Background: an optimization exercise with open tools, aiming at small area, a short achievable clock period and few clock cycles per item. Do not read the settings as production practice. In this exercise RTL edits were held to simulation tests only and were not proved equivalent to the original.

### flow/flow/my_synth.tcl
# The standard synthesis (synth_recipe.tcl, which runs ORFS's synth.tcl), with
# one change: the technology mapping uses Yosys's default ABC script (area
# oriented, with the clock period as delay target) instead of ORFS's speed
# script. Everything else, flip-flop mapping and register names included, is
# the standard synthesis.
proc abc {args} {
  set out {}
  set skip 0
  foreach a $args {
    if {$skip} { set skip 0; continue }
    if {$a eq "-script"} { set skip 1; continue }
    lappend out $a
  }
  yosys abc {*}$out
}
source [file join [file dirname [file normalize [info script]]] .. synth_recipe.tcl]
### flow/config.mk
export PLATFORM = sky130hd
export DESIGN_NAME = ime_ks
export DESIGN_NICKNAME = ime_ks
export VERILOG_FILES = /design/flow/design.v
export SDC_FILE = /design/flow/constraint.sdc
export NUM_CORES = 8
export LEC_CHECK = 0
export ABC_CLOCK_PERIOD_IN_PS = 3300
export CAP_MARGIN = 20
export CORE_MARGIN = 2
export CORE_UTILIZATION = 50
export CTS_CLUSTER_DIAMETER = 80
export CTS_CLUSTER_SIZE = 20
export SETUP_SLACK_MARGIN = 4.7
export SLEW_MARGIN = 45
### flow/flow/near_pins.tcl
# PRE_RESIZE hook (after global placement, before the first repair_design):
# put each flip-flop whose output drives only an output port's buffer on the
# spot of that buffer, next to the pin; detailed placement later legalizes it.
# These registers' paths to the outputs have the least slack, and the global
# placer leaves them near the logic that feeds them instead.
set block [ord::get_db_block]
set moved 0
foreach inst [$block getInsts] {
  if {![[$inst getMaster] isSequential]} continue
  set q [$inst findITerm Q]
  if {$q eq "NULL" || $q eq ""} continue
  set net [$q getNet]
  if {$net eq "NULL" || $net eq ""} continue
  set iterms [$net getITerms]
  if {[llength $iterms] != 2} continue
  foreach it $iterms {
    set other [$it getInst]
    if {[$other getName] eq [$inst getName]} continue
    if {![string match output* [$other getName]]} continue
    lassign [$other getLocation] x y
    $inst setLocation $x $y
    incr moved
  }
}
puts "near_pins: moved $moved flip-flops next to their output buffers"
### flow/constraint.sdc
create_clock -name core_clock -period 8.0 [get_ports {clk}]
set_input_delay 1.6000 -clock core_clock [delete_from_list [all_inputs] [get_ports {clk}]]
set_output_delay 1.6000 -clock core_clock [all_outputs]
set_load 0.01 [all_outputs]
### flow/design.v
module ime_sbox_top (
  input  wire [7:0]  a,
  output wire [11:0] m
);
  wire U0 = a[7], U1 = a[6], U2 = a[5], U3 = a[4], U4 = a[3], U5 = a[2], U6 = a[1], U7 = a[0];
  wire T1, T2, T3, T4, T5, T6, T7, T8, T9, T10, T11, T12;
  wire T13, T14, T15, T16, T17, T18, T19, T20, T21, T22, T23, T24;
  wire T25, T26, T27, M1, M2, M3, M4, M5, M6, M7, M8, M9;
  wire M10, M11, M12, M13, M14, M15, M16, M17, M18, M19, M20, M21;
  wire M22, M23, M24, M25, M26, M27, M28, M29, M30, M31, M32, M33;
  wire M34, M35, M36, M37, M38, M39, M40;
  assign T1 = U0 ^ U3;
  assign T2 = U0 ^ U5;
  assign T3 = U0 ^ U6;
  assign T4 = U3 ^ U5;
  assign T5 = U4 ^ U6;
  assign T6 = T1 ^ T5;
  assign T7 = U1 ^ U2;
  assign T8 = U7 ^ T6;
  assign T9 = U7 ^ T7;
  assign T10 = T6 ^ T7;
  assign T11 = U1 ^ U5;
  assign T12 = U2 ^ U5;
  assign T13 = T3 ^ T4;
  assign T14 = T6 ^ T11;
  assign T15 = T5 ^ T11;
  assign T16 = T5 ^ T12;
  assign T17 = T9 ^ T16;
  assign T18 = U3 ^ U7;
  assign T19 = T7 ^ T18;
  assign T20 = T1 ^ T19;
  assign T21 = U6 ^ U7;
  assign T22 = T7 ^ T21;
  assign T23 = T2 ^ T22;
  assign T24 = T2 ^ T10;
  assign T25 = T20 ^ T17;
  assign T26 = T3 ^ T16;
  assign T27 = T1 ^ T12;
  assign M1 = T13 & T6;
  assign M2 = T23 & T8;
  assign M3 = T14 ^ M1;
  assign M4 = T19 & U7;
  assign M5 = M4 ^ M1;
  assign M6 = T3 & T16;
  assign M7 = T22 & T9;
  assign M8 = T26 ^ M6;
  assign M9 = T20 & T17;
  assign M10 = M9 ^ M6;
  assign M11 = T1 & T15;
  assign M12 = T4 & T27;
  assign M13 = M12 ^ M11;
  assign M14 = T2 & T10;
  assign M15 = M14 ^ M11;
  assign M16 = M3 ^ M2;
  assign M17 = M5 ^ T24;
  assign M18 = M8 ^ M7;
  assign M19 = M10 ^ M15;
  assign M20 = M16 ^ M13;
  assign M21 = M17 ^ M15;
  assign M22 = M18 ^ M13;
  assign M23 = M19 ^ T25;
  assign M24 = M22 ^ M23;
  assign M25 = M22 & M20;
  assign M26 = M21 ^ M25;
  assign M27 = M20 ^ M21;
  assign M28 = M23 ^ M25;
  assign M29 = M28 & M27;
  assign M30 = M26 & M24;
  assign M31 = M20 & M23;
  assign M32 = M27 & M31;
  assign M33 = M27 ^ M25;
  assign M34 = M21 & M22;
  assign M35 = M24 & M34;
  assign M36 = M24 ^ M25;
  assign M37 = M21 ^ M29;
  assign M38 = M32 ^ M33;
  assign M39 = M23 ^ M30;
  assign M40 = M35 ^ M36;
  assign m = {M37, M38, M39, M40, T1, T2, T3, T6, T8, T9, T16, T20};
endmodule
module ime_sbox_bot (
  input  wire [11:0] m,
  output wire [7:0]  y
);
  wire M37, M38, M39, M40, T1, T2, T3, T6, T8, T9, T16, T20;
  assign {M37, M38, M39, M40, T1, T2, T3, T6, T8, T9, T16, T20} = m;
  wire T4, T10, T13, T27, T15, T17, T19, T22, T23, U7;
  assign T4 = T1 ^ T2;
  assign T10 = T8 ^ T9;
  assign T13 = T4 ^ T3;
  assign T27 = T6 ^ T16;
  assign T15 = T10 ^ T27;
  assign T17 = T9 ^ T16;
  assign T19 = T1 ^ T20;
  assign T22 = T3 ^ T20;
  assign T23 = T22 ^ T2;
  assign U7 = T6 ^ T8;
  wire M41, M42, M43, M44, M45, M46, M47, M48, M49, M50, M51, M52;
  wire M53, M54, M55, M56, M57, M58, M59, M60, M61, M62, M63, L0;
  wire L1, L2, L3, L4, L5, L6, L7, L8, L9, L10, L11, L12;
  wire L13, L14, L15, L16, L17, L18, L19, L20, L21, L22, L23, L24;
  wire L25, L26, L27, L28, L29, S0, S1, S2, S3, S4, S5, S6;
  wire S7;
  assign M41 = M38 ^ M40;
  assign M42 = M37 ^ M39;
  assign M43 = M37 ^ M38;
  assign M44 = M39 ^ M40;
  assign M45 = M42 ^ M41;
  assign M46 = M44 & T6;
  assign M47 = M40 & T8;
  assign M48 = M39 & U7;
  assign M49 = M43 & T16;
  assign M50 = M38 & T9;
  assign M51 = M37 & T17;
  assign M52 = M42 & T15;
  assign M53 = M45 & T27;
  assign M54 = M41 & T10;
  assign M55 = M44 & T13;
  assign M56 = M40 & T23;
  assign M57 = M39 & T19;
  assign M58 = M43 & T3;
  assign M59 = M38 & T22;
  assign M60 = M37 & T20;
  assign M61 = M42 & T1;
  assign M62 = M45 & T4;
  assign M63 = M41 & T2;
  assign L0 = M61 ^ M62;
  assign L1 = M50 ^ M56;
  assign L2 = M46 ^ M48;
  assign L3 = M47 ^ M55;
  assign L4 = M54 ^ M58;
  assign L5 = M49 ^ M61;
  assign L6 = M62 ^ L5;
  assign L7 = M46 ^ L3;
  assign L8 = M51 ^ M59;
  assign L9 = M52 ^ M53;
  assign L10 = M53 ^ L4;
  assign L11 = M60 ^ L2;
  assign L12 = M48 ^ M51;
  assign L13 = M50 ^ L0;
  assign L14 = M52 ^ M61;
  assign L15 = M55 ^ L1;
  assign L16 = M56 ^ L0;
  assign L17 = M57 ^ L1;
  assign L18 = M58 ^ L8;
  assign L19 = M63 ^ L4;
  assign L20 = L0 ^ L1;
  assign L21 = L1 ^ L7;
  assign L22 = L3 ^ L12;
  assign L23 = L18 ^ L2;
  assign L24 = L15 ^ L9;
  assign L25 = L6 ^ L10;
  assign L26 = L7 ^ L9;
  assign L27 = L8 ^ L10;
  assign L28 = L11 ^ L14;
  assign L29 = L11 ^ L17;
  assign S0 = L6 ^ L24;
  assign S1 = ~(L16 ^ L26);
  assign S2 = ~(L19 ^ L28);
  assign S3 = L6 ^ L21;
  assign S4 = L20 ^ L22;
  assign S5 = L25 ^ L29;
  assign S6 = ~(L13 ^ L27);
  assign S7 = ~(L6 ^ L23);
  assign y = {S0, S1, S2, S3, S4, S5, S6, S7};
endmodule
module ime_ks (
  input  wire         clk,
  input  wire         rst,          
  input  wire         key_we,
  input  wire [2:0]   key_idx,
  input  wire [31:0]  key_wdata,
  input  wire         req_valid,
  output wire         req_ready,
  input  wire [15:0]  req_epoch,
  input  wire [2:0]   req_port,
  input  wire [28:0]  req_line,
  output wire         ks_valid,
  input  wire         ks_ready,
  output wire [1:0]   ks_blk,
  output wire [127:0] ks_data
);
  localparam U  = 7;            
  localparam QN = 4;            
  localparam QA = 2;            
  localparam TW = QA + 4;       
  genvar g, u;
  integer i;
  reg [255:0] key;
  reg  [7:0]  kw_en;               
  reg  [31:0] kw_data;
  wire        kw_we = |kw_en;
  integer     kwi;
  always @(posedge clk) begin
    kw_en   <= key_we ? (8'h80 >> key_idx) : 8'h00;
    kw_data <= key_wdata;
    for (kwi = 0; kwi < 8; kwi = kwi + 1)
      if (kw_en[7-kwi])
        key[255 - 32*kwi -: 32] <= kw_data;
  end
  function [7:0] xtime(input [7:0] b);
    xtime = {b[6:0], 1'b0} ^ (b[7] ? 8'h1b : 8'h00);
  endfunction
  function [31:0] mixcol(input [31:0] c);
    reg [7:0] a0, a1, a2, a3;
    begin
      a0 = c[31:24]; a1 = c[23:16]; a2 = c[15:8]; a3 = c[7:0];
      mixcol[31:24] = xtime(a0) ^ (xtime(a1) ^ a1) ^ a2 ^ a3;
      mixcol[23:16] = a0 ^ xtime(a1) ^ (xtime(a2) ^ a2) ^ a3;
      mixcol[15:8]  = a0 ^ a1 ^ xtime(a2) ^ (xtime(a3) ^ a3);
      mixcol[7:0]   = (xtime(a0) ^ a0) ^ a1 ^ a2 ^ xtime(a3);
    end
  endfunction
  function [127:0] mixcolumns(input [127:0] s);
    mixcolumns = {mixcol(s[127:96]), mixcol(s[95:64]), mixcol(s[63:32]), mixcol(s[31:0])};
  endfunction
  function [127:0] shiftrows(input [127:0] s);
    integer k;
    begin
      for (k = 0; k < 16; k = k + 1)
        shiftrows[127 - 8*k -: 8] = s[127 - 8*(((k/4 + k%4) % 4)*4 + k%4) -: 8];
    end
  endfunction
  function [127:0] kstep(input [127:0] old, input [31:0] t);
    reg [31:0] p0, p1, p2, p3;
    begin
      p0 = old[127:96];
      p1 = p0 ^ old[95:64];
      p2 = p1 ^ old[63:32];
      p3 = p2 ^ old[31:0];
      kstep = {p0 ^ t, p1 ^ t, p2 ^ t, p3 ^ t};
    end
  endfunction
  function [QA:0] pinc(input [QA:0] p);
    pinc = (p == 2*QN - 1) ? {(QA+1){1'b0}} : p + 1'b1;
  endfunction
  function [QA-1:0] pidx(input [QA:0] p);
    pidx = (p >= QN) ? p - QN : p;
  endfunction
  reg  [4:0]    ph;                  
  reg  [QA:0]   hd, tl;              
  reg  [QA:0]   el;                  
  reg  [1:0]    eb;                  
  reg  [1:0]    nb;                  
  reg           ov;                  
  reg  [1:0]    ob;
  reg           rdy;
  reg  [48*QN-1:0] q;                
  reg  [127:0]  e_cur, e_prev;       
  reg  [47:0]   kmid;                
  reg  [127:0]  r0 [0:U-1];
  reg  [191:0]  r1 [0:U-1];
  reg  [TW-1:0] t0 [0:U-1];          
  reg  [TW-1:0] t1 [0:U-1];
  reg  [127:0]  outr;
  wire [127:0]  rk [0:U-1];          
  wire [31:0] ksin = ph[1] ? e_cur[31:0] : {e_cur[23:0], e_cur[31:24]};
  wire [47:0] kmid_n;
  wire [31:0] ksub;
  generate
    for (g = 0; g < 4; g = g + 1) begin : g_ksbox
      ime_sbox_top u_kt (.a(ksin[31 - 8*g -: 8]), .m(kmid_n[47 - 12*g -: 12]));
      ime_sbox_bot u_kb (.m(kmid[47 - 12*g -: 12]), .y(ksub[31 - 8*g -: 8]));
    end
  endgenerate
  wire [7:0]   rcon   = 8'h01 << ph[4:2];
  wire [31:0]  kt     = ph[1] ? (ksub ^ {rcon, 24'h0}) : ksub;
  wire         first  = (ph == 5'd0);
  always @(posedge clk) begin
    kmid <= kmid_n;
    if (!ph[0]) begin
      e_cur  <= first ? key[127:0] : kstep(e_prev, kt);
      e_prev <= first ? key[255:128] : e_cur;
    end
  end
  generate
    for (u = 0; u < U; u = u + 1) begin : g_ku
      reg [127:0] kr;
      reg         ld;
      integer j;
      always @(*) begin
        ld = 1'b0;
        for (j = u + 1; j <= 14; j = j + U)
          if (ph == 2*j - 1) ld = 1'b1;
      end
      always @(posedge clk) begin
        if (ld)
          kr <= e_cur;
      end
      assign rk[u] = kr;
    end
  endgenerate
  wire [127:0] nxt [0:U-1];
  wire [127:0] srl;
  generate
    for (u = 0; u < U; u = u + 1) begin : g_unit
      wire [191:0] m;
      wire [127:0] sb;
      for (g = 0; g < 16; g = g + 1) begin : g_sbox
        ime_sbox_top u_t (.a(r0[u][127 - 8*g -: 8]), .m(m[191 - 12*g -: 12]));
        ime_sbox_bot u_b (.m(r1[u][191 - 12*g -: 12]), .y(sb[127 - 8*g -: 8]));
      end
      wire [127:0] sr = shiftrows(sb);
      if (u == U - 1) begin : g_last
        assign srl = sr;
      end
      if (U == 14 && u == U - 1) begin : g_nomc
        assign nxt[u] = 128'd0;
      end else begin : g_mc
        assign nxt[u] = (u == U - 1) ? mixcolumns(sr) : mixcolumns(sr) ^ rk[u];
      end
      always @(posedge clk) begin
        r1[u] <= m;
      end
    end
  endgenerate
  wire [127:0] fin = srl ^ rk[U-1];    
  wire          win    = (ph < 2*U);                  
  reg           busy;                                 
  always @(*) begin
    busy = 1'b0;
    for (i = 0; i < U; i = i + 1)
      busy = busy | t0[i][TW-1] | t1[i][TW-1];
  end
  wire [QA:0]   cnt    = (tl >= hd) ? tl - hd : tl + 2*QN - hd;
  wire [QA:0]   edist  = (el >= hd) ? el - hd : el + 2*QN - hd;
  wire          eavail = (edist < cnt) || (edist == cnt && req_valid);
  wire          entry  = win && (ph == 5'd0 || busy) && eavail;
  reg  [47:0]   qsel;
  always @(*) begin
    qsel = q[47:0];
    for (i = 1; i < QN; i = i + 1)
      if (pidx(el) == i) qsel = q[48*i +: 48];
  end
  wire [47:0]   qctr   = (el == tl) ? {req_epoch, req_port, req_line} : qsel;
  wire [127:0]  newblk = {qctr ^ key[255:208], key[207:130], key[129:128] ^ eb};
  wire          kill   = rst || key_we || kw_we;
  wire [TW-1:0] xt     = t1[U-1];                    
  wire          exit_v = win && xt[TW-1];
  wire          ofree  = !ov || ks_ready;
  wire          match  = exit_v && (xt[TW-2:2] == hd) && (xt[1:0] == nb) && (hd != tl);
  wire          take   = match && ofree;
  wire          fail   = match && !ofree;
  wire          retire = take && (xt[1:0] == 2'd3);
  wire          acc    = req_valid && rdy;
  wire [QA:0]   hd_n   = retire ? pinc(hd) : hd;
  wire [QA:0]   tl_n   = acc ? pinc(tl) : tl;
  wire [QA:0]   cnt_n  = (tl_n >= hd) ? tl_n - hd : tl_n + 2*QN - hd;
  always @(posedge clk) begin
    r0[0] <= (nxt[U-1] & {128{~entry}}) ^ (entry ? newblk : rk[U-1]);
    for (i = 1; i < U; i = i + 1)
      r0[i] <= nxt[i-1];
    if (kill) begin
      for (i = 0; i < U; i = i + 1) begin
        t0[i] <= {TW{1'b0}};
        t1[i] <= {TW{1'b0}};
      end
    end else begin
      t0[0] <= entry ? {1'b1, el, eb} : (win ? {TW{1'b0}} : t1[U-1]);
      for (i = 1; i < U; i = i + 1)
        t0[i] <= t1[i-1];
      for (i = 0; i < U; i = i + 1)
        t1[i] <= t0[i];
    end
  end
  always @(posedge clk) begin
    if (acc)
      q[48*pidx(tl) +: 48] <= {req_epoch, req_port, req_line};
    if (take) begin
      outr <= fin;
      ob   <= xt[1:0];
    end
  end
  always @(posedge clk) begin
    if (rst) begin
      ph  <= 5'd0;
      hd  <= {(QA+1){1'b0}};
      tl  <= {(QA+1){1'b0}};
      el  <= {(QA+1){1'b0}};
      eb  <= 2'd0;
      nb  <= 2'd0;
      ov  <= 1'b0;
      rdy <= 1'b1;
    end else begin
      if (!busy && !entry)
        ph <= 5'd0;
      else
        ph <= (ph == 5'd27) ? 5'd0 : ph + 5'd1;
      if (fail) begin
        el <= hd;
        eb <= nb;
      end else if (entry) begin
        eb <= eb + 2'd1;
        if (eb == 2'd3)
          el <= pinc(el);
      end
      if (take) begin
        ov <= 1'b1;
        nb <= nb + 2'd1;
      end else if (ks_ready) begin
        ov <= 1'b0;
      end
      hd  <= hd_n;
      tl  <= tl_n;
      rdy <= (cnt_n != QN);
    end
  end
  assign req_ready = rdy;
  assign ks_valid  = ov;
  assign ks_blk    = ob;
  assign ks_data   = outr;
endmodule
### flow/flow/run.sh
#!/bin/bash
# Own flow: the standard layout (standard.sh) with three changes:
#  - synthesis runs flow/my_synth.tcl: the standard synthesis script with
#    Yosys's default ABC mapping script in place of ORFS's speed script
#    (same flip-flops and register names);
#  - after global placement, flow/near_pins.tcl moves the registers that
#    drive output ports next to those ports (ORFS's PRE_RESIZE hook);
#  - the detailed router gets more antenna repair iterations.
set -euo pipefail
W=$(pwd)
export PRE_RESIZE_TCL=$W/flow/near_pins.tcl
sed -e "s#SYNTH_SCRIPT=[^ ]*#SYNTH_SCRIPT=$W/flow/my_synth.tcl MAX_REPAIR_ANTENNAS_ITER_DRT=15#" standard.sh > own.sh
grep -q "SYNTH_SCRIPT=$W/flow/my_synth.tcl" own.sh
bash own.sh > layout.log 2>&1
### flow/standard.sh
#!/bin/bash
# synth_recipe.tcl (not shown) runs the flow's synth.tcl, then flattens the netlist and writes it again
# the make line also repeats each setting of config.mk as NAME=value (left out here)
make -C /OpenROAD-flow-scripts/flow DESIGN_CONFIG=/design/flow/config.mk WORK_HOME=/design/flow/orfs CLKGATE_MAP_FILE= SYNTH_SCRIPT=/design/flow/synth_recipe.tcl "${@:-finish}"
==> results.json, run 1 <==
{
  "synth-edff-count": 1730,
  "antenna_found_initial": 162,
  "seqCellArea_mm2": 0.101,
  "worstHoldPathType": "flip-flop to flip-flop",
  "drive_gt1_share_pct": 13.0,
  "dp.cells": 33500,
  "routabilityCongestion": 0.992,
  "stdcell_count": 34800,
  "cts_tree": "done",
  "status": "no timing/DRC/antenna violations",
  "clkLatencyLatePin_ps": 1030,
  "rsz0062_at_grt": "yes",
  "ant_nets": 0,
  "path_cells": "xor2_2 -> xnor2_1 -> nor2_1 -> xnor2_2 -> xnor2_1 -> xnor2_1 -> xor2_1 -> xor2_1 -> xnor2_4",
  "r2r_end": "r0[2][0]",
  "grt_max_degree": 111,
  "reg2reg_slack_ps": 4620,
  "first_global_vias": 178000,
  "synth.avg_cell_area_um2": 10.1,
  "reg2reg_depth": 9,
  "drv_slew": 0,
  "seq_area_frac_synth_pct": 37.9,
  "fin_crit_sh_pct": 42.2,
  "synth_fp_nets": 26500,
  "post_drt_via_cell_ratio": 5.24,
  "critPathCaptureType": "flip-flop",
  "grt.total_usage_pct": 33.4,
  "arrival_ps": 4200,
  "cts-root-buf": "clkbuf_16",
  "synth-async-reset-ratio_pct": 0,
  "io_pins": 220,
  "setup_violations": 0,
  "htreeDepth": 5,
  "cts_sinks": 4162,
  "area_growth_syn_to_layout_pct": 16.4,
  "wl_per_cell_um": 26.8,
  "route.detailed.drc": 0,
  "max_freq_mhz": 296,
  "ys_types": 54,
  "skew_ps": 59.9,
  "first_iter_violations": 17400,
  "worst_slack_ps": 4620,
  "fin_tns_setup_ps": 0,
  "cts_buffer_depth": 4,
  "final_hold_viol_count": 0,
  "dp_slack_ps": 3500,
  "fill_cells": 45300,
  "required_ps": 8820,
  "maxCapViolCount": 0,
  "netlist_area_mm2": 0.266,
  "cp-startpoint": "r1[1][117]",
  "initial_utilization_pct": 50.2,
  "first_pass_iters": 6,
  "die_h_um": 733,
  "endpoint": "r0[2][0]",
  "synth_cells": 26200,
  "portBuffers": 219,
  "ys_seq_elements": 4162,
  "finalWirelength_um": 931000,
  "multi_input_comb_area_mm2": 0.177,
  "critical_path_peak_fanout": 11,
  "slowest_delay_ps": 600,
  "cp_slowest_cell": "xnor2_4",
  "nNetsFinal": 27700,
  "dieWidth_um": 733,
  "hold_buffers": 0,
  "numCtsBuffers": 297,
  "yosysWarnings": 9,
  "start_kind": "flip-flop",
  "regToRegStartpoint": "r1[1][117]",
  "vias": 182000,
  "cp_common_cell": "xnor2_1",
  "period_minus_slack_ps": 3380,
  "core_mm2": 0.529,
  "maxSlewHeadroom_pct": 35.8,
  "grt_pass1_wl_um": 1300000,
  "rows": 267,
  "die_area_mm2": 0.537,
  "detailed_place_hpwl_um": 745000,
  "worst_pin_slew_ps": 956,
  "path_clk_slew_ps": 90,
  "synth-main-ff-cell": "dfxtp_1",
  "overflow": 0,
  "path_class": "flip-flop to flip-flop"
}
[repair_timing]
item / in CTS / in global routing
resized for setup: 1277 / 898
cloned: 16 / 5
buffers inserted: 173 / 325
setup endpoints to repair: 1336 / 1023
pin swaps: 127 / 256
[layer usage]
metal	up-vias	part of all wire [%]	GRT usage [%]
met5	-	0.013	0
met4	18	7.8	21.3
met3	1584	6.7	3.80
met2	6637	46	54.7
met1	88600	39	42.1
li1	85500	-	-
[critical path, delay by kind of cell (launching register included)]
kind | cells | cell delay, ps
xor+xnor | 8 | 2630
flops | 1 | 440
simple gates | 1 | 100
[sequential cells by signal, indices dropped and copies added, names as in the netlist, 3 cells and up]
register / cells
e_cur: 128
e_prev: 128
el: 3
g_ku.kr: 896
hd: 3
key: 256
kmid: 48
kw_data: 32
kw_en: 8
outr: 128
ph: 5
q: 192
r0: 896
r1: 1344
t0: 42
t1: 42
tl: 3
[how the worst min path moves through the flow]
stage | slack [ps] | startpoint | cells past startpoint | endpoint
after floorplan | 410 | t1[0][0] | 1 | t0[1][0]
after global placement | 410 | t1[3][1] | 1 | t0[4][1]
after detailed placement | 410 | t0[3][0] | 1 | t1[3][0]
after CTS | 420 | t0[6][0] | 1 | t1[6][0]
after global routing | 440 | t0[5][4] | 1 | t1[5][4]
final | 410 | t0[6][0] | 1 | t1[6][0]
[Yosys cell counts, types with 132 or more instances]
master,count,area (um^2)
and2_1,277,1730
clkbuf_1,312,1170
xor2_1,5484,48000
nand2_1,2645,9930
dfxtp_1,2432,48700
xnor2_1,8735,76500
o21ai_0,486,2430
mux2_2,134,1510
edfxtp_1,1730,51900
a21oi_1,722,3610
inv_1,686,2570
o22ai_1,191,1190
nor2_1,1025,3850
nand2b_1,132,826
ha_1,255,3190
[kinds of logic after synthesis]
logic type      share of synthesized area [%]
compound gates                           3.67
buf+inv                                  1.42
simple gates                             7.05
flops                                    37.9
fa+ha+maj                                1.22
xor+xnor                                 47.7
mux                                      1.01
[cell usage in the layout (no fill, tap or decap), types with 51 or more instances in the layout]
cell,count
clkbuf_1,81
xor2_1,4993
o21ai_0,439
xnor2_1,7640
nand4_1,71
ha_1,248
nand2_1,2640
or2_2,71
a31oi_1,51
a211oi_1,93
buf_4,764
a21oi_1,700
nand2b_1,130
xor2_4,101
xnor3_1,68
o22ai_1,191
mux2_2,134
inv_1,682
xor2_2,390
dfxtp_2,153
nor2_1,1011
clkdlybuf4s50_1,86
xnor2_2,967
and2_1,278
dfxtp_1,2265
buf_2,76
clkbuf_16,305
mux2i_1,91
xnor2_4,138
diode_2,211
edfxtp_1,1730
nor2b_1,93
buf_6,83
[layout make-up]
cell class | instances | area share [%]
sequential | 4162 | 32.6
timing repair inverter | 1 | 0.00162
multi-input combinational | 21000 | 57.1
clock buffer | 399 | 2.61
clock inverter | 145 | 0.567
antenna | 211 | 0.171
timing repair buffer | 1143 | 3.30
tap | 6994 | 2.83
inverter | 687 | 0.837
[through the flow]
step           hold slack, ps  utilization [%]  instance area, um^2
4_1_cts                   421             56.6               300000
3_5_place_dp              412             53.3               282000
5_1_grt                   444             58.4               309000
3_3_place_gp              410             52.6               279000
2_1_floorplan             406                -               266000
6_report                  412             58.5               309000
Testbench counts, summed over its fixed seeds: cycles 3,224, items 384.
==> run 2: changes to the inputs <==
--- a/flow/config.mk
+++ b/flow/config.mk
@@ -8,7 +8,7 @@
 export ABC_CLOCK_PERIOD_IN_PS = 3300
 export CAP_MARGIN = 20
 export CORE_MARGIN = 2
-export CORE_UTILIZATION = 50
+export CORE_UTILIZATION = 55
 export CTS_CLUSTER_DIAMETER = 80
 export CTS_CLUSTER_SIZE = 20
 export SETUP_SLACK_MARGIN = 4.7
==> run 2 against run 1 <==
  * Cell area shrank 0.39%
  * Critical path depth grew 4
  * Register-to-register slack gained 50 ps
  * Fmax grew 1.5%
  * Synthesized cell count is the same
  * Flip-flop and latch count is the same
  * Global-route usage grew 3.0 points
  * Still clean
  * Synthesized area is the same
==> results.json, run 2 <==
{
  "synth.avg_cell_area_um2": 10.1,
  "routabilityCongestion": 0.996,
  "path_class": "flip-flop to flip-flop",
  "ant_nets": 0,
  "detailed_place_hpwl_um": 737000,
  "post_drt_via_cell_ratio": 5.36,
  "die_h_um": 699,
  "synth-edff-count": 1730,
  "ys_seq_elements": 4162,
  "maxSlewHeadroom_pct": 41.3,
  "synth_common_cells": "8,735 x xnor2_1, 5,484 x xor2_1, 2,645 x nand2_1",
  "period_minus_slack_ps": 3330,
  "initial_utilization_pct": 55.2,
  "rows": 255,
  "regToRegStartpoint": "ph[1]",
  "netlist_area_mm2": 0.266,
  "cts-root-buf": "clkbuf_16",
  "min_from": "t0[4][4]",
  "cp_common_cell": "xnor2_2",
  "ys_top_cells_by_area": "xnor2_1 29%, edfxtp_1 20%, dfxtp_1 18%, xor2_1 18%, nand2_1 3.7%",
  "overflow": 0,
  "htreeDepth": 5,
  "cts_sinks": 4162,
  "finalWirelength_um": 922000,
  "mostFrequentLayoutCell": "xnor2_1",
  "fin_tns_setup_ps": 0,
  "cp_slowest_cell": "dfxtp_4",
  "cts_buffer_depth": 4,
  "vias": 183000,
  "synth_top_area_share_pct": 28.8,
  "finalCoreUtilization_pct": 64.0,
  "route.detailed.drc": 0,
  "area_growth_syn_to_layout_pct": 16.0,
  "critical_path_peak_fanout": 7,
  "synth-main-ff-cell": "dfxtp_1",
  "drv_slew": 0,
  "setup_violations": 0,
  "drive_gt1_share_pct": 12.7,
  "final_hold_viol_count": 0,
  "first_pass_iters": 6,
  "holdPathStages": 1,
  "core_mm2": 0.482,
  "first_global_vias": 177000,
  "fin_crit_sh_pct": 41.6,
  "synth_cells": 26200,
  "synth_fp_nets": 26500,
  "clkLatencyLatePin_ps": 1040,
  "max_freq_mhz": 300,
  "arrival_ps": 4220,
  "die_area_mm2": 0.489,
  "portBuffers": 219,
  "path_cells": "buf_16 -> buf_12 -> buf_4 -> mux2i_4 -> xor2_4 -> xnor2_4 -> xnor2_1 -> ha_1 -> xor2_2 -> xnor2_2 -> xnor2_2 -> o21ai_0 -> a21oi_1",
  "synth.most_common_cell": "xnor2_1",
  "ys_types": 54,
  "dieWidth_um": 699,
  "yosysTopAreaCell": "xnor2_1",
  "start_kind": "flip-flop",
  "critPathCaptureType": "flip-flop",
  "grt_max_degree": 93,
  "wl_per_cell_um": 27.0,
  "reg2reg_depth": 13,
  "required_ps": 8890,
  "rsz0062_at_grt": "yes",
  "path_clk_slew_ps": 90,
  "antenna_found_initial": 161,
  "worst_pin_slew_ps": 879,
  "cts_tree": "done",
  "seq_area_frac_synth_pct": 37.9,
  "first_iter_violations": 18200,
  "final_cell_mix": "7,667 x xnor2_1, 4,990 x xor2_1, 2,638 x nand2_1",
  "synth-async-reset-ratio_pct": 0,
  "cp-startpoint": "ph[1]",
  "numCtsBuffers": 284,
  "status": "no timing/DRC/antenna violations",
  "grt.total_usage_pct": 36.4,
  "top_regs": "r1 (1344), g_ku.kr (896), r0 (896)",
  "dp_slack_ps": 3500,
  "regMostFlops": "r1",
  "worst_slack_ps": 4670,
  "maxCapViolCount": 0,
  "largest_reg_flops": 1344,
  "yosysWarnings": 9,
  "skew_ps": 77.7,
  "slowest_delay_ps": 490,
  "worstHoldPathType": "flip-flop to flip-flop",
  "nNetsFinal": 27700,
  "io_pins": 220,
  "grt_pass1_wl_um": 1280000
}
==> run 2: cell counts after synthesis <==
Identical to the previous run, type by type.
==> run 2: cell type report <==
cell class	count	area [um^2]
multi-input combinational	21000	177000
fill	39400	174000
sequential	4162	101000
timing repair buffer	1146	10400
tap	6425	8040
clock buffer	412	8030
inverter	687	2590
clock inverter	108	1210
antenna	195	488
==> run 2: through the flow <==
step	cells	hold WS [ps]	instance area (um^2)
2_1_floorplan	26200	406	266000
3_3_place_gp	32900	410	278000
3_5_place_dp	32900	411	282000
4_1_cts	33600	426	298000
5_1_grt	34100	438	308000
6_report	34200	424	308000
==> run 2: what timing repair did <==
action / 4_1_cts / 5_1_grt
buffers inserted: 164 / 321
cloned: 7 / 6
setup endpoints to repair: 1183 / 916
hold buffers: 0 / 0
pin swaps: 126 / 262
resized for setup: 1197 / 937
==> run 2: cells by family (layout without fill, tap and decap cells) <==
kind of cell               Yosys count  in the layout  synth area share [%]
AOI/OAI and AO/OA                 1725           1726                  3.67
buffers and inverters             1006           2353                  1.42
and+or+nand+nor                   4467           4467                  7.05
other                                0            195                     0
DFF                               4162           4162                  37.9
muxes                              252            252                  1.01
adders and majority gates          258            258                  1.22
xor gates and xnor gates         14300          14300                  47.7
==> run 2: worst max-delay path: cells and delay by family, from the launching register on <==
kind | cells | cell delay, ps
buffers and inverters | 3 | 450
XOR/XNOR | 6 | 1330
adder cells (fa/ha/maj) | 1 | 230
flip-flops | 1 | 490
multiplexers | 1 | 330
AO/OA/AOI/OAI | 2 | 380
==> run 2: path summary, 6_finish.rpt <==
path | end | slack (ps)
max reg2reg | kmid[11] | 4670
max | kmid[11] | 4670
min reg2reg | t1[4][4] | 420
min | t1[4][4] | 420
==> run 2: per-layer routing <==
layer	vias up	wire length [um]	GRT usage [%]	share of wire, %
met1	89100	357000	45.4	39
met3	1735	64300	4.58	7.0
li1	85400	-	-	-
met5	-	92	0	0.010
met4	14	79000	25.1	8.6
met2	6868	421000	58.8	46
==> run 3: changes to the inputs <==
==> flow/config.mk (replaced) <==
export PLATFORM = sky130hd
export DESIGN_NAME = ime_ks
export DESIGN_NICKNAME = ime_ks
export VERILOG_FILES = /design/flow/design.v
export SDC_FILE = /design/flow/constraint.sdc
export NUM_CORES = 8
export LEC_CHECK = 0
export ABC_CLOCK_PERIOD_IN_PS = 3200
export CAP_MARGIN = 20
export CORE_MARGIN = 2
export CORE_UTILIZATION = 55
export CTS_CLUSTER_DIAMETER = 80
export CTS_CLUSTER_SIZE = 20
export SETUP_SLACK_MARGIN = 4.8
export SLEW_MARGIN = 50
==> run 3 against run 2 <==
  * Still clean
  * Sequential share of layout area down 0.52 points
  * First-iteration DRC count down 3.9%
  * Count of clock-buffer cells in the layout down 17
  * Wire length about the same
  * Cell count up 0.70%
  * Die area about the same
  * Flip-flop and latch count unchanged
  * Global-route usage down 0.085 points
  * Critical path depth down 4
  * Largest cell class unchanged
==> results.json, run 3 <==
{
  "hold_buffers": 0,
  "post_drt_via_cell_ratio": 5.32,
  "critical_path_peak_fanout": 13,
  "regMostFlops": "r1",
  "synth-main-ff-cell": "dfxtp_1",
  "stdcell_area_mm2": 0.314,
  "synth_cells": 26200,
  "portBuffers": 219,
  "synth-edff-count": 1730,
  "detailed_place_hpwl_um": 736000,
  "clkLatencyLatePin_ps": 1030,
  "wl_per_cell_um": 26.8,
  "seq_area_frac_synth_pct": 37.9,
  "first_pass_iters": 8,
  "core_mm2": 0.482,
  "max_freq_mhz": 307,
  "yosysWarnings": 9,
  "fin_tns_setup_ps": 0,
  "finalWirelength_um": 921000,
  "synth_top_area_share_pct": 28.8,
  "rows": 255,
  "grt_pass1_wl_um": 1280000,
  "fin_crit_sh_pct": 40.7,
  "maxSlewHeadroom_pct": 44.3,
  "period_minus_slack_ps": 3260,
  "antenna_found_initial": 135,
  "worst_pin_slew_ps": 830,
  "synth_common_cells": "8,730 x xnor2_1, 5,484 x xor2_1, 2,645 x nand2_1",
  "ant_nets": 0,
  "synth.avg_cell_area_um2": 10.1,
  "start_kind": "flip-flop",
  "area_growth_syn_to_layout_pct": 18.0,
  "numCtsBuffers": 282,
  "first_global_vias": 177000,
  "critPathCaptureType": "flip-flop",
  "maxCapViolCount": 0,
  "ys_seq_elements": 4162,
  "htreeDepth": 5,
  "skew_ps": 69.6,
  "overflow": 0,
  "die_area_mm2": 0.489,
  "placed_cell_area_mm2": 0.283,
  "top_regs": "r1 (1344), g_ku.kr (896), r0 (896)",
  "status": "no timing/DRC/antenna violations",
  "path_class": "flip-flop to flip-flop",
  "io_pins": 220,
  "routabilityCongestion": 1.00,
  "initial_utilization_pct": 55.2,
  "drv_slew": 0,
  "cts_sinks": 4162,
  "ys_top_cells_by_area": "xnor2_1 29%, edfxtp_1 20%, dfxtp_1 18%, xor2_1 18%, nand2_1 3.7%",
  "drive_gt1_share_pct": 15.5,
  "yosysTopAreaCell": "xnor2_1",
  "finalCoreUtilization_pct": 65.1,
  "final_hold_viol_count": 0,
  "grt_max_degree": 97,
  "vias": 183000,
  "synth_fp_nets": 26500,
  "worstHoldPathType": "flip-flop to flip-flop",
  "arrival_ps": 4070,
  "first_iter_violations": 17400,
  "rsz0062_at_grt": "yes",
  "netlist_area_mm2": 0.266,
  "ys_types": 53,
  "synth-async-reset-ratio_pct": 0,
  "cts_tree": "done",
  "required_ps": 8820,
  "dieWidth_um": 699,
  "mostFrequentLayoutCell": "xnor2_1",
  "grt.total_usage_pct": 36.3,
  "synth.most_common_cell": "xnor2_1",
  "cts_buffer_depth": 4,
  "reg2reg_slack_ps": 4740,
  "route.detailed.drc": 0,
  "setup_violations": 0,
  "largest_reg_flops": 1344,
  "final_cell_mix": "7,439 x xnor2_1, 4,824 x xor2_1, 2,636 x nand2_1",
  "path_clk_slew_ps": 90,
  "die_h_um": 699,
  "nNetsFinal": 27900,
  "cts-root-buf": "clkbuf_16"
}
==> run 3: layout make-up <==
cell class                      count  area (um^2)
Sequential cell                  4162       101000
Fill cell                       38700       168000
Inverter                          687         2590
Timing Repair Buffer             1372        11800
Tap cell                         6425         8040
Multi-Input combinational cell  21000       180000
Clock buffer                      395         7770
Antenna cell                      214          536
Clock inverter                    119         1500
==> run 3: path summary, 6_finish.rpt <==
check	startpoint	endpoint	cells past startpoint
max	r1[4][46]	r0[5][0]	9
min	t1[0][4]	t0[1][4]	1
max reg2reg	r1[4][46]	r0[5][0]	9
min reg2reg	t1[0][4]	t0[1][4]	1
==> run 3: layer usage <==
metal	vias up	GRT usage [%]	wire, um
met4	10	24.8	79100
met1	88900	45.8	360000
met5	-	0	84
met3	1619	4.62	64700
li1	85800	-	-
met2	6712	58.1	417000
==> run 3: repair_timing <==
action	CTS	global route
pin swaps	221	351
gates cloned	4	5
buffers inserted	305	402
gates resized for setup	1560	1126
setup endpoints to repair	1486	1078
==> run 3: metrics by stage <==
step	std cells	hold slack [ps]	setup slack, ps
3_5_place_dp	33000	412	3820
3_3_place_gp	32900	409	3280
4_1_cts	33800	426	4620
5_1_grt	34300	426	4610
6_report	34400	425	4740
2_1_floorplan	26200	406	2410
==> run 3: cell families (layout without fill, tap and decap cells) <==
family	Yosys count	in the layout	share of synthesized area, %
AO/OA/AOI/OAI	1725	1725	3.67
XOR/XNOR	14300	14300	47.8
adder cells (fa/ha/maj)	258	258	1.22
buffers and inverters	1006	2573	1.42
flip-flops	4162	4162	37.9
multiplexers	252	252	1.01
other	0	214	0
AND/OR/NAND/NOR	4467	4468	7.05
==> run 3: critical path: stages (launching register included) <==
cell	delay, ps
dfxtp_1	440
xor2_2	230
xor2_1	220
nand2_1	180
xnor2_4	330
xnor2_4	160
xnor2_2	430
xnor2_1	240
xnor2_1	220
xnor2_4	620
==> run 4: changes to the inputs <==
==> flow/config.mk (replaced) <==
export PLATFORM = sky130hd
export DESIGN_NAME = ime_ks
export DESIGN_NICKNAME = ime_ks
export VERILOG_FILES = /design/flow/design.v
export SDC_FILE = /design/flow/constraint.sdc
export NUM_CORES = 8
export LEC_CHECK = 0
export ABC_CLOCK_PERIOD_IN_PS = 3250
export CAP_MARGIN = 20
export CORE_MARGIN = 2
export CORE_UTILIZATION = 55
export CTS_CLUSTER_DIAMETER = 80
export CTS_CLUSTER_SIZE = 20
export SETUP_SLACK_MARGIN = 4.75
export SLEW_MARGIN = 50
==> run 4 against run 3 <==
  * Flip-flop and latch count unchanged
  * Count of clock-buffer cells in the layout rose by 1
  * Synthesized cell count unchanged
  * Synthesized area barely moved
  * Critical path type unchanged
  * Worst hold slack better by 0.87 ps
==> results.json, run 4 <==
{
  "status": "no timing/DRC/antenna violations",
  "period_minus_slack_ps": 3310,
  "maxSlewHeadroom_pct": 43.4,
  "final_hold_viol_count": 0,
  "grt_max_degree": 84,
  "synth_cells": 26200,
  "multi_input_comb_area_mm2": 0.179,
  "nNetsFinal": 27700,
  "core_mm2": 0.482,
  "dp_slack_ps": 3610,
  "ys_seq_elements": 4162,
  "yosysWarnings": 9,
  "yosysTopAreaCell": "xnor2_1",
  "start_kind": "flip-flop",
  "rows": 255,
  "post_drt_via_cell_ratio": 5.33,
  "die_h_um": 699,
  "wl_met1_um": 352000,
  "synth_fp_nets": 26500,
  "first_iter_violations": 18400,
  "cts_buffer_depth": 4,
  "drv_slew": 0,
  "numCtsBuffers": 282,
  "drive_gt1_share_pct": 14.2,
  "cts_sinks": 4162,
  "io_pins": 220,
  "netlist_area_mm2": 0.266,
  "ys_top_cells_by_area": "xnor2_1 29%, edfxtp_1 20%, dfxtp_1 18%, xor2_1 18%, nand2_1 3.7%",
  "detailed_place_hpwl_um": 735000,
  "die_area_mm2": 0.489,
  "critical_path_peak_fanout": 7,
  "routabilityCongestion": 1.01,
  "synth-main-ff-cell": "dfxtp_1",
  "ant_nets": 0,
  "fill_cells": 38900,
  "fin_crit_sh_pct": 41.4,
  "synth_common_cells": "8,731 x xnor2_1, 5,484 x xor2_1, 2,645 x nand2_1",
  "maxCapViolCount": 0,
  "path_clk_slew_ps": 90,
  "initial_utilization_pct": 55.2,
  "top_regs": "r1 (1344), g_ku.kr (896), r0 (896)",
  "cts-root-buf": "clkbuf_16",
  "mostFrequentLayoutCell": "xnor2_1",
  "final_cell_mix": "7,476 x xnor2_1, 4,938 x xor2_1, 2,639 x nand2_1",
  "seq_area_frac_synth_pct": 37.9,
  "htreeDepth": 5,
  "regMostFlops": "r1",
  "critPathCaptureType": "flip-flop",
  "finalWirelength_um": 918000,
  "first_global_vias": 176000,
  "skew_ps": 68.6,
  "dieWidth_um": 699,
  "setup_violations": 0,
  "clkLatencyLatePin_ps": 1020,
  "worst_pin_slew_ps": 843,
  "rsz0062_at_grt": "yes",
  "antenna_found_initial": 156,
  "highest_layer": "met5",
  "cts_tree": "done",
  "grt.total_usage_pct": 36.2,
  "wl_met2_um": 416000,
  "synth.most_common_cell": "xnor2_1",
  "synth.avg_cell_area_um2": 10.1,
  "arrival_ps": 4120,
  "ys_types": 53,
  "area_growth_syn_to_layout_pct": 16.9,
  "portBuffers": 219,
  "first_pass_iters": 6,
  "worstHoldPathType": "flip-flop to flip-flop",
  "overflow": 0,
  "largest_reg_flops": 1344,
  "route.detailed.drc": 0,
  "route.met3.wl_um": 65700,
  "fin_tns_setup_ps": 0,
  "wl_per_cell_um": 26.8,
  "vias": 182000,
  "path_class": "flip-flop to flip-flop",
  "required_ps": 8810,
  "max_freq_mhz": 302,
  "seqCellArea_mm2": 0.101,
  "grt_pass1_wl_um": 1270000,
  "worst_slack_ps": 4690,
  "synth_top_area_share_pct": 28.8,
  "synth-async-reset-ratio_pct": 0,
  "synth-edff-count": 1730,
  "timing.hold.ws_ps": 426
}
==> run 4: area by class of cell <==
class / instances / share of cell area [%]
Clock buffer: 396 / 2.55
Antenna cell: 184 / 0.148
Sequential cell: 4162 / 32.5
Clock inverter: 116 / 0.491
Timing Repair inverter: 1 / 0.00161
Tap cell: 6425 / 2.59
Inverter: 687 / 0.833
Multi-Input combinational cell: 21000 / 57.5
Timing Repair Buffer: 1226 / 3.43
==> run 4: routing by layer <==
metal	track usage [%]	vias to the layer above
met5	0	-
met4	26.8	8
met3	4.75	1626
met2	57.8	6878
met1	44.9	88400
li1	-	85500
==> run 4: stage by stage <==
step	std cells	cell area, um^2	util (%)
finish	34200	311000	64.5
global route	34100	310000	64.4
detailed placement	32900	283000	58.7
floorplan	26200	266000	-
global placement	32900	278000	57.7
CTS	33700	300000	62.2
==> run 4: kinds of logic after synthesis <==
logic type,share of synthesized area [%]
buffers and inverters,1.42
XOR/XNOR,47.8
AND/OR/NAND/NOR,7.05
adder cells (fa/ha/maj),1.22
AO/OA/AOI/OAI,3.67
flip-flops,37.9
multiplexers,1.01
==> run 4: worst paths after layout <==
path | from | endpoint | slack, ps | cells past startpoint
worst max-delay path | r1[1][142] | r0[2][79] | 4690 | 11
worst min-delay path | t1[0][3] | t0[1][3] | 430 | 1
worst max register to register | r1[1][142] | r0[2][79] | 4690 | 11
worst min register to register | t1[0][3] | t0[1][3] | 430 | 1
==> run 4: what timing repair did <==
item,4_1_cts,5_1_grt
buffers inserted,201,365
pin swaps,168,268
gates resized for setup,1384,980
gates cloned,7,8
hold buffers,0,0
endpoints found under the setup margin,1474,1192
==> run 4: critical path, stage by stage, from the launching register on <==
cell	delay (ps)
dfxtp_1	460
xor2_2	230
xor2_1	210
nand2_1	150
xor2_4	200
xor2_4	210
xnor2_1	330
xnor2_1	180
buf_4	260
xor2_2	220
xnor2_1	130
xnor2_2	530
==> run 5: changes to the inputs <==
--- a/flow/design.v
+++ b/flow/design.v
@@ -183,7 +183,6 @@
   localparam U  = 7;            
   localparam QN = 4;            
   localparam QA = 2;            
-  localparam TW = QA + 4;       
   genvar g, u;
   integer i;
   reg [255:0] key;
@@ -250,8 +249,7 @@
   reg  [47:0]   kmid;                
   reg  [127:0]  r0 [0:U-1];
   reg  [191:0]  r1 [0:U-1];
-  reg  [TW-1:0] t0 [0:U-1];          
-  reg  [TW-1:0] t1 [0:U-1];
+  reg  [U-1:0]  v0, v1;              
   reg  [127:0]  outr;
   wire [127:0]  rk [0:U-1];          
   wire [31:0] ksin = ph[1] ? e_cur[31:0] : {e_cur[23:0], e_cur[31:24]};
@@ -316,12 +314,7 @@
   endgenerate
   wire [127:0] fin = srl ^ rk[U-1];    
   wire          win    = (ph < 2*U);                  
-  reg           busy;                                 
-  always @(*) begin
-    busy = 1'b0;
-    for (i = 0; i < U; i = i + 1)
-      busy = busy | t0[i][TW-1] | t1[i][TW-1];
-  end
+  wire          busy   = |{v0, v1};                   
   wire [QA:0]   cnt    = (tl >= hd) ? tl - hd : tl + 2*QN - hd;
   wire [QA:0]   edist  = (el >= hd) ? el - hd : el + 2*QN - hd;
   wire          eavail = (edist < cnt) || (edist == cnt && req_valid);
@@ -335,13 +328,11 @@
   wire [47:0]   qctr   = (el == tl) ? {req_epoch, req_port, req_line} : qsel;
   wire [127:0]  newblk = {qctr ^ key[255:208], key[207:130], key[129:128] ^ eb};
   wire          kill   = rst || key_we || kw_we;
-  wire [TW-1:0] xt     = t1[U-1];                    
-  wire          exit_v = win && xt[TW-1];
+  wire          exit_v = win && v1[U-1];
   wire          ofree  = !ov || ks_ready;
-  wire          match  = exit_v && (xt[TW-2:2] == hd) && (xt[1:0] == nb) && (hd != tl);
-  wire          take   = match && ofree;
-  wire          fail   = match && !ofree;
-  wire          retire = take && (xt[1:0] == 2'd3);
+  wire          take   = exit_v && ofree && (hd != tl);
+  wire          fail   = exit_v && !take;
+  wire          retire = take && (nb == 2'd3);
   wire          acc    = req_valid && rdy;
   wire [QA:0]   hd_n   = retire ? pinc(hd) : hd;
   wire [QA:0]   tl_n   = acc ? pinc(tl) : tl;
@@ -350,17 +341,12 @@
     r0[0] <= (nxt[U-1] & {128{~entry}}) ^ (entry ? newblk : rk[U-1]);
     for (i = 1; i < U; i = i + 1)
       r0[i] <= nxt[i-1];
-    if (kill) begin
-      for (i = 0; i < U; i = i + 1) begin
-        t0[i] <= {TW{1'b0}};
-        t1[i] <= {TW{1'b0}};
-      end
+    if (kill || fail) begin
+      v0 <= {U{1'b0}};
+      v1 <= {U{1'b0}};
     end else begin
-      t0[0] <= entry ? {1'b1, el, eb} : (win ? {TW{1'b0}} : t1[U-1]);
-      for (i = 1; i < U; i = i + 1)
-        t0[i] <= t1[i-1];
-      for (i = 0; i < U; i = i + 1)
-        t1[i] <= t0[i];
+      v0 <= {v1[U-2:0], entry || (!win && v1[U-1])};
+      v1 <= v0;
     end
   end
   always @(posedge clk) begin
@@ -368,7 +354,7 @@
       q[48*pidx(tl) +: 48] <= {req_epoch, req_port, req_line};
     if (take) begin
       outr <= fin;
-      ob   <= xt[1:0];
+      ob   <= nb;
     end
   end
   always @(posedge clk) begin
==> flow/config.mk (replaced) <==
export PLATFORM = sky130hd
export DESIGN_NAME = ime_ks
export DESIGN_NICKNAME = ime_ks
export VERILOG_FILES = /design/flow/design.v
export SDC_FILE = /design/flow/constraint.sdc
export NUM_CORES = 8
export LEC_CHECK = 0
export ABC_CLOCK_PERIOD_IN_PS = 3200
export CAP_MARGIN = 20
export CORE_MARGIN = 2
export CORE_UTILIZATION = 55
export CTS_CLUSTER_DIAMETER = 80
export CTS_CLUSTER_SIZE = 20
export SETUP_SLACK_MARGIN = 4.8
export SLEW_MARGIN = 50
==> run 5 against run 4 <==
  * Die area fell by 0.82%
  * Clock skew rose by 4.9 ps
  * Flip-flop and latch count fell by 70
  * Synthesized area fell by 0.82%
  * Sequential share of layout area fell by 0.31 points
  * Global-route usage rose by 2.1 points
==> results.json, run 5 <==
{
  "slowest_delay_ps": 730,
  "routabilityCongestion": 1.02,
  "worst_slack_ps": 4690,
  "ys_types": 50,
  "maxCapViolCount": 0,
  "setup_violations": 0,
  "path_clk_slew_ps": 90,
  "final_hold_viol_count": 0,
  "arrival_ps": 3940,
  "cts-root-buf": "clkbuf_16",
  "worstHoldPathType": "flip-flop to flip-flop",
  "period_minus_slack_ps": 3310,
  "finalWirelength_um": 963000,
  "start_kind": "flip-flop",
  "path_class": "flip-flop to flip-flop",
  "fin_tns_setup_ps": 0,
  "drv_slew": 0,
  "numCtsBuffers": 279,
  "grt_max_degree": 109,
  "yosysTopAreaCell": "xnor2_1",
  "yosysWarnings": 5,
  "cp_slowest_cell": "nor2_1",
  "synth_common_cells": "8,719 x xnor2_1, 5,483 x xor2_1, 2,993 x nand2_1",
  "regToRegStartpoint": "ph[2]",
  "synth_adder_area_share_pct": 1.24,
  "final_cell_mix": "7,487 x xnor2_1, 4,904 x xor2_1, 2,978 x nand2_1",
  "grt_pass1_wl_um": 1320000,
  "cp_common_cell": "buf_16",
  "stdcell_count": 34500,
  "fin_crit_sh_pct": 41.4,
  "crit_buf_inv": 3,
  "synth_top_family_by_area": "XOR/XNOR gates",
  "synth-edff-count": 1730,
  "vias": 188000,
  "synth-main-ff-cell": "dfxtp_1",
  "first_iter_violations": 21900,
  "core_mm2": 0.478,
  "synth.most_common_cell": "xnor2_1",
  "netlist_area_mm2": 0.264,
  "nNetsFinal": 27900,
  "rows": 254,
  "initial_utilization_pct": 55.1,
  "synth_top_area_share_pct": 29.0,
  "area_growth_syn_to_layout_pct": 17.4,
  "htreeDepth": 5,
  "top_regs": "r1 (1344), g_ku.kr (896), r0 (896)",
  "overflow": 0,
  "hold_end": "r0[1][28]",
  "dp.cells": 33000,
  "mostFrequentLayoutCell": "xnor2_1",
  "yosys.area_share.xor_xnor_pct": 48.1,
  "ys_seq_elements": 4092,
  "worst_pin_slew_ps": 879,
  "drive_gt1_share_pct": 14.1,
  "skew_ps": 73.5,
  "cts_tree": "done",
  "min_from": "g_ku[0].kr[28]",
  "synth-compound-area-share_pct": 3.79,
  "timing.hold.ws_ps": 450,
  "status": "no timing/DRC/antenna violations",
  "cts_sinks": 4092,
  "synth_mux_area_share_pct": 0.521,
  "r2r_end": "g_ku[2].kr[68]",
  "required_ps": 8630,
  "io_pins": 220,
  "critical_path_peak_fanout": 74,
  "holdPathStages": 1,
  "rsz0062_at_grt": "yes",
  "fill_cells": 38900,
  "max_freq_mhz": 302,
  "dieWidth_um": 696,
  "reg2reg_depth": 6,
  "grt.total_usage_pct": 38.2,
  "critical_path.top_delay_family": "buffers and inverters",
  "largest_reg_flops": 1344,
  "detailed_place_hpwl_um": 748000,
  "die_h_um": 696,
  "synth.avg_cell_area_um2": 10.0,
  "dp_slack_ps": 3410,
  "cts_buffer_depth": 4,
  "regMostFlops": "r1",
  "first_pass_iters": 6,
  "post_drt_via_cell_ratio": 5.45,
  "maxSlewHeadroom_pct": 41.2,
  "die_area_mm2": 0.485,
  "critPathCaptureType": "flip-flop",
  "ant_nets": 0,
  "synth_cells": 26300,
  "route.detailed.drc": 0,
  "reg2reg_slack_ps": 4690,
  "path_cells": "nor2_1 -> a21oi_1 -> a21oi_4 -> buf_16 -> buf_12 -> buf_16",
  "seq_area_frac_synth_pct": 37.6,
  "portBuffers": 219,
  "synth_fp_nets": 26600,
  "first_global_vias": 176000,
  "synth-simple-area-share_pct": 7.33,
  "wl_per_cell_um": 27.9,
  "clkLatencyLatePin_ps": 1040,
  "ys_top_cells_by_area": "xnor2_1 29%, edfxtp_1 20%, xor2_1 18%, dfxtp_1 18%, nand2_1 4.3%",
  "synth-async-reset-ratio_pct": 0,
  "antenna_found_initial": 184
}
## run 5: cell type report
| type | instances | area, um^2 | share of cell area (%) |
|---|---|---|---|
| Sequential cell | 4092 | 99600 | 32.2 |
| Inverter | 659 | 2480 | 0.801 |
| Multi-Input combinational cell | 21200 | 178000 | 57.5 |
| Antenna cell | 350 | 876 | 0.283 |
| Timing Repair Buffer | 1306 | 11400 | 3.70 |
| Clock buffer | 397 | 7890 | 2.55 |
| Tap cell | 6400 | 8010 | 2.59 |
| Clock inverter | 116 | 1200 | 0.389 |
## run 5: repair_timing
action / 4_1_cts / 5_1_grt
hold buffers: 0 / 0
setup buffers: 197 / 420
gates resized for setup: 1337 / 1144
cloned: 5 / 6
endpoints found under the hold margin: 0 / 0
pin swaps: 160 / 333
setup endpoints to repair: 1417 / 1111
## run 5: layer usage
metal | vias up | track usage (%) | wire length, um
li1 | 85900 | - | -
met1 | 91100 | 49.5 | 374000
met2 | 8991 | 58.1 | 419000
met3 | 2127 | 6.81 | 90800
met4 | 26 | 26.8 | 79400
met5 | - | 0 | 233
## run 5: worst register-to-register path, cell delays in order (launching register included)
cell	delay, ps
dfxtp_1	440
nor2_1	740
a21oi_1	250
a21oi_4	380
buf_16	220
buf_12	310
buf_16	400
## run 5: logic make-up (layout without fill, tap and decap cells)
| kind of cell | count (synthesis) | count (layout) |
|---|---|---|
| multiplexers | 137 | 137 |
| flip-flops | 4092 | 4092 |
| buffers and inverters | 992 | 2478 |
| AND/OR/NAND/NOR | 4697 | 4704 |
| other | 0 | 350 |
| adder cells (fa/ha/maj) | 259 | 259 |
| AO/OA/AOI/OAI | 1781 | 1781 |
| XOR/XNOR | 14300 | 14300 |
## run 5: through the flow
step,utilization (%),instance area (um^2)
after floorplan,-,264000
after global placement,57.8,276000
after detailed placement,58.7,281000
after CTS,62.1,297000
after global routing,64.6,309000
final,64.8,310000
## run 5: worst max path at each step
stage	cells after the start	to	start	slack, ps
after CTS	6	outr[37]	ph[1]	4660
after floorplan	10	r0[0][119]	ph[0]	2370
final	6	g_ku[2].kr[68]	ph[2]	4690
after global placement	8	r0[0][84]	req_valid	3380
after detailed placement	8	r0[0][84]	req_valid	3410
after global routing	14	e_cur[15]	kmid[20]	4600
Testbench counts of run 5, summed over its fixed seeds: cycles 3,224, items 384.
==> run 6: changes to the inputs <==
--- a/flow/config.mk
+++ b/flow/config.mk
@@ -12,4 +12,4 @@
 export CTS_CLUSTER_DIAMETER = 80
 export CTS_CLUSTER_SIZE = 20
 export SETUP_SLACK_MARGIN = 4.8
-export SLEW_MARGIN = 50
+export SLEW_MARGIN = 55
==> run 6 against run 5 <==
  * Global-route usage is 0.12 points lower
  * First-iteration DRC count shrank 5.8%
  * Count of clock-buffer cells in the layout fell by 4
==> results.json, run 6 <==
{
  "skew_ps": 82.0,
  "cts-root-buf": "clkbuf_16",
  "path_clk_slew_ps": 90,
  "synth_cells": 26300,
  "area_growth_syn_to_layout_pct": 17.6,
  "cp_slowest_cell": "dfxtp_1",
  "largest_reg_flops": 1344,
  "top_usage_layer": "met2",
  "max_freq_mhz": 305,
  "final_cell_mix": "7,451 x xnor2_1, 4,906 x xor2_1, 2,982 x nand2_1",
  "setup_violations": 0,
  "start_kind": "flip-flop",
  "die_area_mm2": 0.485,
  "grt.total_usage_pct": 38.1,
  "required_ps": 8810,
  "cts_buffer_depth": 4,
  "slowest_delay_ps": 460,
  "drv_slew": 0,
  "worst_pin_slew_ps": 837,
  "yosysTopAreaCell": "xnor2_1",
  "mostFrequentLayoutCell": "xnor2_1",
  "synth.most_common_cell": "xnor2_1",
  "path_class": "flip-flop to flip-flop",
  "met3_usage_pct": 6.85,
  "numCtsBuffers": 282,
  "ys_types": 50,
  "detailed_place_hpwl_um": 750000,
  "routabilityCongestion": 1.02,
  "fin_crit_sh_pct": 41.0,
  "critical_path_peak_fanout": 4,
  "synth.avg_cell_area_um2": 10.0,
  "timing.hold.ws_ps": 451,
  "post_drt_via_cell_ratio": 5.45,
  "arrival_ps": 4090,
  "ys_top_cells_by_area": "xnor2_1 29%, edfxtp_1 20%, xor2_1 18%, dfxtp_1 18%, nand2_1 4.3%",
  "min_from": "g_ku[1].kr[60]",
  "path_cells": "xnor2_1 -> xor2_1 -> nor2_1 -> xor2_1 -> xnor2_1 -> xnor2_1 -> xnor2_2 -> buf_4 -> xor2_2 -> xor2_2 -> xor2_1 -> a21oi_1",
  "hold_buffers": 0,
  "seq_area_frac_synth_pct": 37.6,
  "synth-main-ff-cell": "dfxtp_1",
  "first_iter_violations": 20600,
  "finalWirelength_um": 962000,
  "cts_sinks": 4092,
  "ant_nets": 0,
  "htreeDepth": 5,
  "netlist_area_mm2": 0.264,
  "portBuffers": 219,
  "synth_top_area_share_pct": 29.0,
  "synth_fp_nets": 26600,
  "clkLatencyLatePin_ps": 1070,
  "vias": 188000,
  "drive_gt1_share_pct": 14.3,
  "regMostFlops": "r1",
  "first_pass_iters": 6,
  "regToRegStartpoint": "kmid[7]",
  "overflow": 0,
  "worstHoldPathType": "flip-flop to flip-flop",
  "nNetsFinal": 27900,
  "yosysWarnings": 5,
  "wl_per_cell_um": 27.9,
  "core_mm2": 0.478,
  "use_met2_pct": 57.8,
  "critPathCaptureType": "flip-flop",
  "route.detailed.drc": 0,
  "grt_pass1_wl_um": 1310000,
  "period_minus_slack_ps": 3280,
  "synth_common_cells": "8,719 x xnor2_1, 5,483 x xor2_1, 2,993 x nand2_1",
  "fill_cells": 38900,
  "maxCapViolCount": 0,
  "status": "no timing/DRC/antenna violations",
  "top_regs": "r1 (1344), g_ku.kr (896), r0 (896)",
  "synth-edff-count": 1730,
  "first_global_vias": 176000,
  "dieWidth_um": 696,
  "antenna_found_initial": 175,
  "ys_seq_elements": 4092,
  "synth-async-reset-ratio_pct": 0,
  "grt_max_degree": 92,
  "rows": 254,
  "initial_utilization_pct": 55.1,
  "io_pins": 220,
  "die_h_um": 696,
  "cts_tree": "done",
  "rsz0062_at_grt": "yes",
  "maxSlewHeadroom_pct": 43.8,
  "cp-startpoint": "kmid[7]",
  "met1_usage_pct": 49.1,
  "final_hold_viol_count": 0,
  "fin_tns_setup_ps": 0
}
==> run 6: final timing paths <==
check / end / slack (ps) / cells past startpoint
min reg2reg: r0[2][60] / 450 / 1
min: r0[2][60] / 450 / 1
max reg2reg: e_cur[3] / 4720 / 12
max: e_cur[3] / 4720 / 12
==> run 6: cells by family after synthesis <==
| family | Yosys count | share of synthesized area (%) |
|---|---|---|
| compound gates | 1781 | 3.79 |
| xor+xnor | 14300 | 48.1 |
| fa+ha+maj | 259 | 1.24 |
| buf+inv | 992 | 1.41 |
| flops | 4092 | 37.6 |
| mux | 137 | 0.521 |
| simple gates | 4697 | 7.33 |
==> run 6: metrics by stage <==
step | cell area [um^2] | setup slack (ps) | utilization [%] | std cells
6_report | 310000 | 4720 | 64.8 | 34500
5_1_grt | 309000 | 4640 | 64.7 | 34200
4_1_cts | 298000 | 4680 | 62.4 | 33800
3_5_place_dp | 282000 | 3420 | 59.1 | 33000
3_3_place_gp | 276000 | 3380 | 57.8 | 32900
2_1_floorplan | 264000 | 2370 | - | 26300
==> run 6: critical path, delay by kind of cell (launching register included) <==
family,cells,cell delay [ps]
compound gates,1,90
xor+xnor,9,2070
buf+inv,1,190
flops,1,460
simple gates,1,210
==> run 6: layout make-up <==
| cell class | count | area [um^2] | area share [%] |
|---|---|---|---|
| Sequential cell | 4092 | 99600 | 32.2 |
| Multi-Input combinational cell | 21200 | 178000 | 57.5 |
| Tap cell | 6400 | 8010 | 2.58 |
| Timing Repair Buffer | 1299 | 11500 | 3.72 |
| Antenna cell | 340 | 851 | 0.275 |
| Inverter | 659 | 2480 | 0.802 |
| Clock buffer | 393 | 7910 | 2.55 |
| Clock inverter | 120 | 1300 | 0.419 |
==> run 6: layer usage <==
layer / wire (um) / vias up
li1: - / 85900
met1: 372000 / 91000
met2: 418000 / 8849
met3: 92000 / 2088
met4: 80000 / 32
met5: 248 / -
==> run 6: what timing repair did <==
item	CTS	global route
pin swaps	164	291
buffers inserted	198	373
endpoints found under the setup margin	1221	1092
gates resized for setup	1234	1043
cloned	6	5

[port drivers added, routing unchanged]
How much do the figures lean on ideal ports? The routed layouts below were timed once more, with nothing changed but the port constraints. Step 1 assumes that a clkbuf_16 drives the clock port and a buf_2 every other input. Step 2 moves the port delays by t, midway between the first and last clock arrival at a register: inputs arrive t later, outputs are due t later. That takes back most of the time a late clock gives input paths. Three values: ideal ports, drivers, drivers and shift; two values: the first two.
run | t, ns | setup slack, ns | worst register clock-pin slew, ns | worst data-port slew with drivers (ns)
run 1 | 1.126 | 4.620 / 4.620 / 4.052 | 0.10 / 0.10 | 0.12
run 2 | 1.132 | 4.671 / 4.627 / 3.929 | 0.10 / 0.10 | 0.07
run 3 | 1.133 | 4.745 / 4.656 / 4.190 | 0.10 / 0.10 | 0.11
run 4 | 1.123 | 4.690 / 4.683 / 3.896 | 0.10 / 0.10 | 0.07
run 5 | 1.135 | 4.685 / 4.665 / 3.930 | 0.10 / 0.10 | 0.11
run 6 | 1.154 | 4.723 / 4.650 / 3.924 | 0.10 / 0.10 | 0.11
After both steps every run listed still meets setup and hold. For run 6, which loses most, drivers alone change the setup slack by -0.073 ns; drivers and shift together by -0.799 ns.
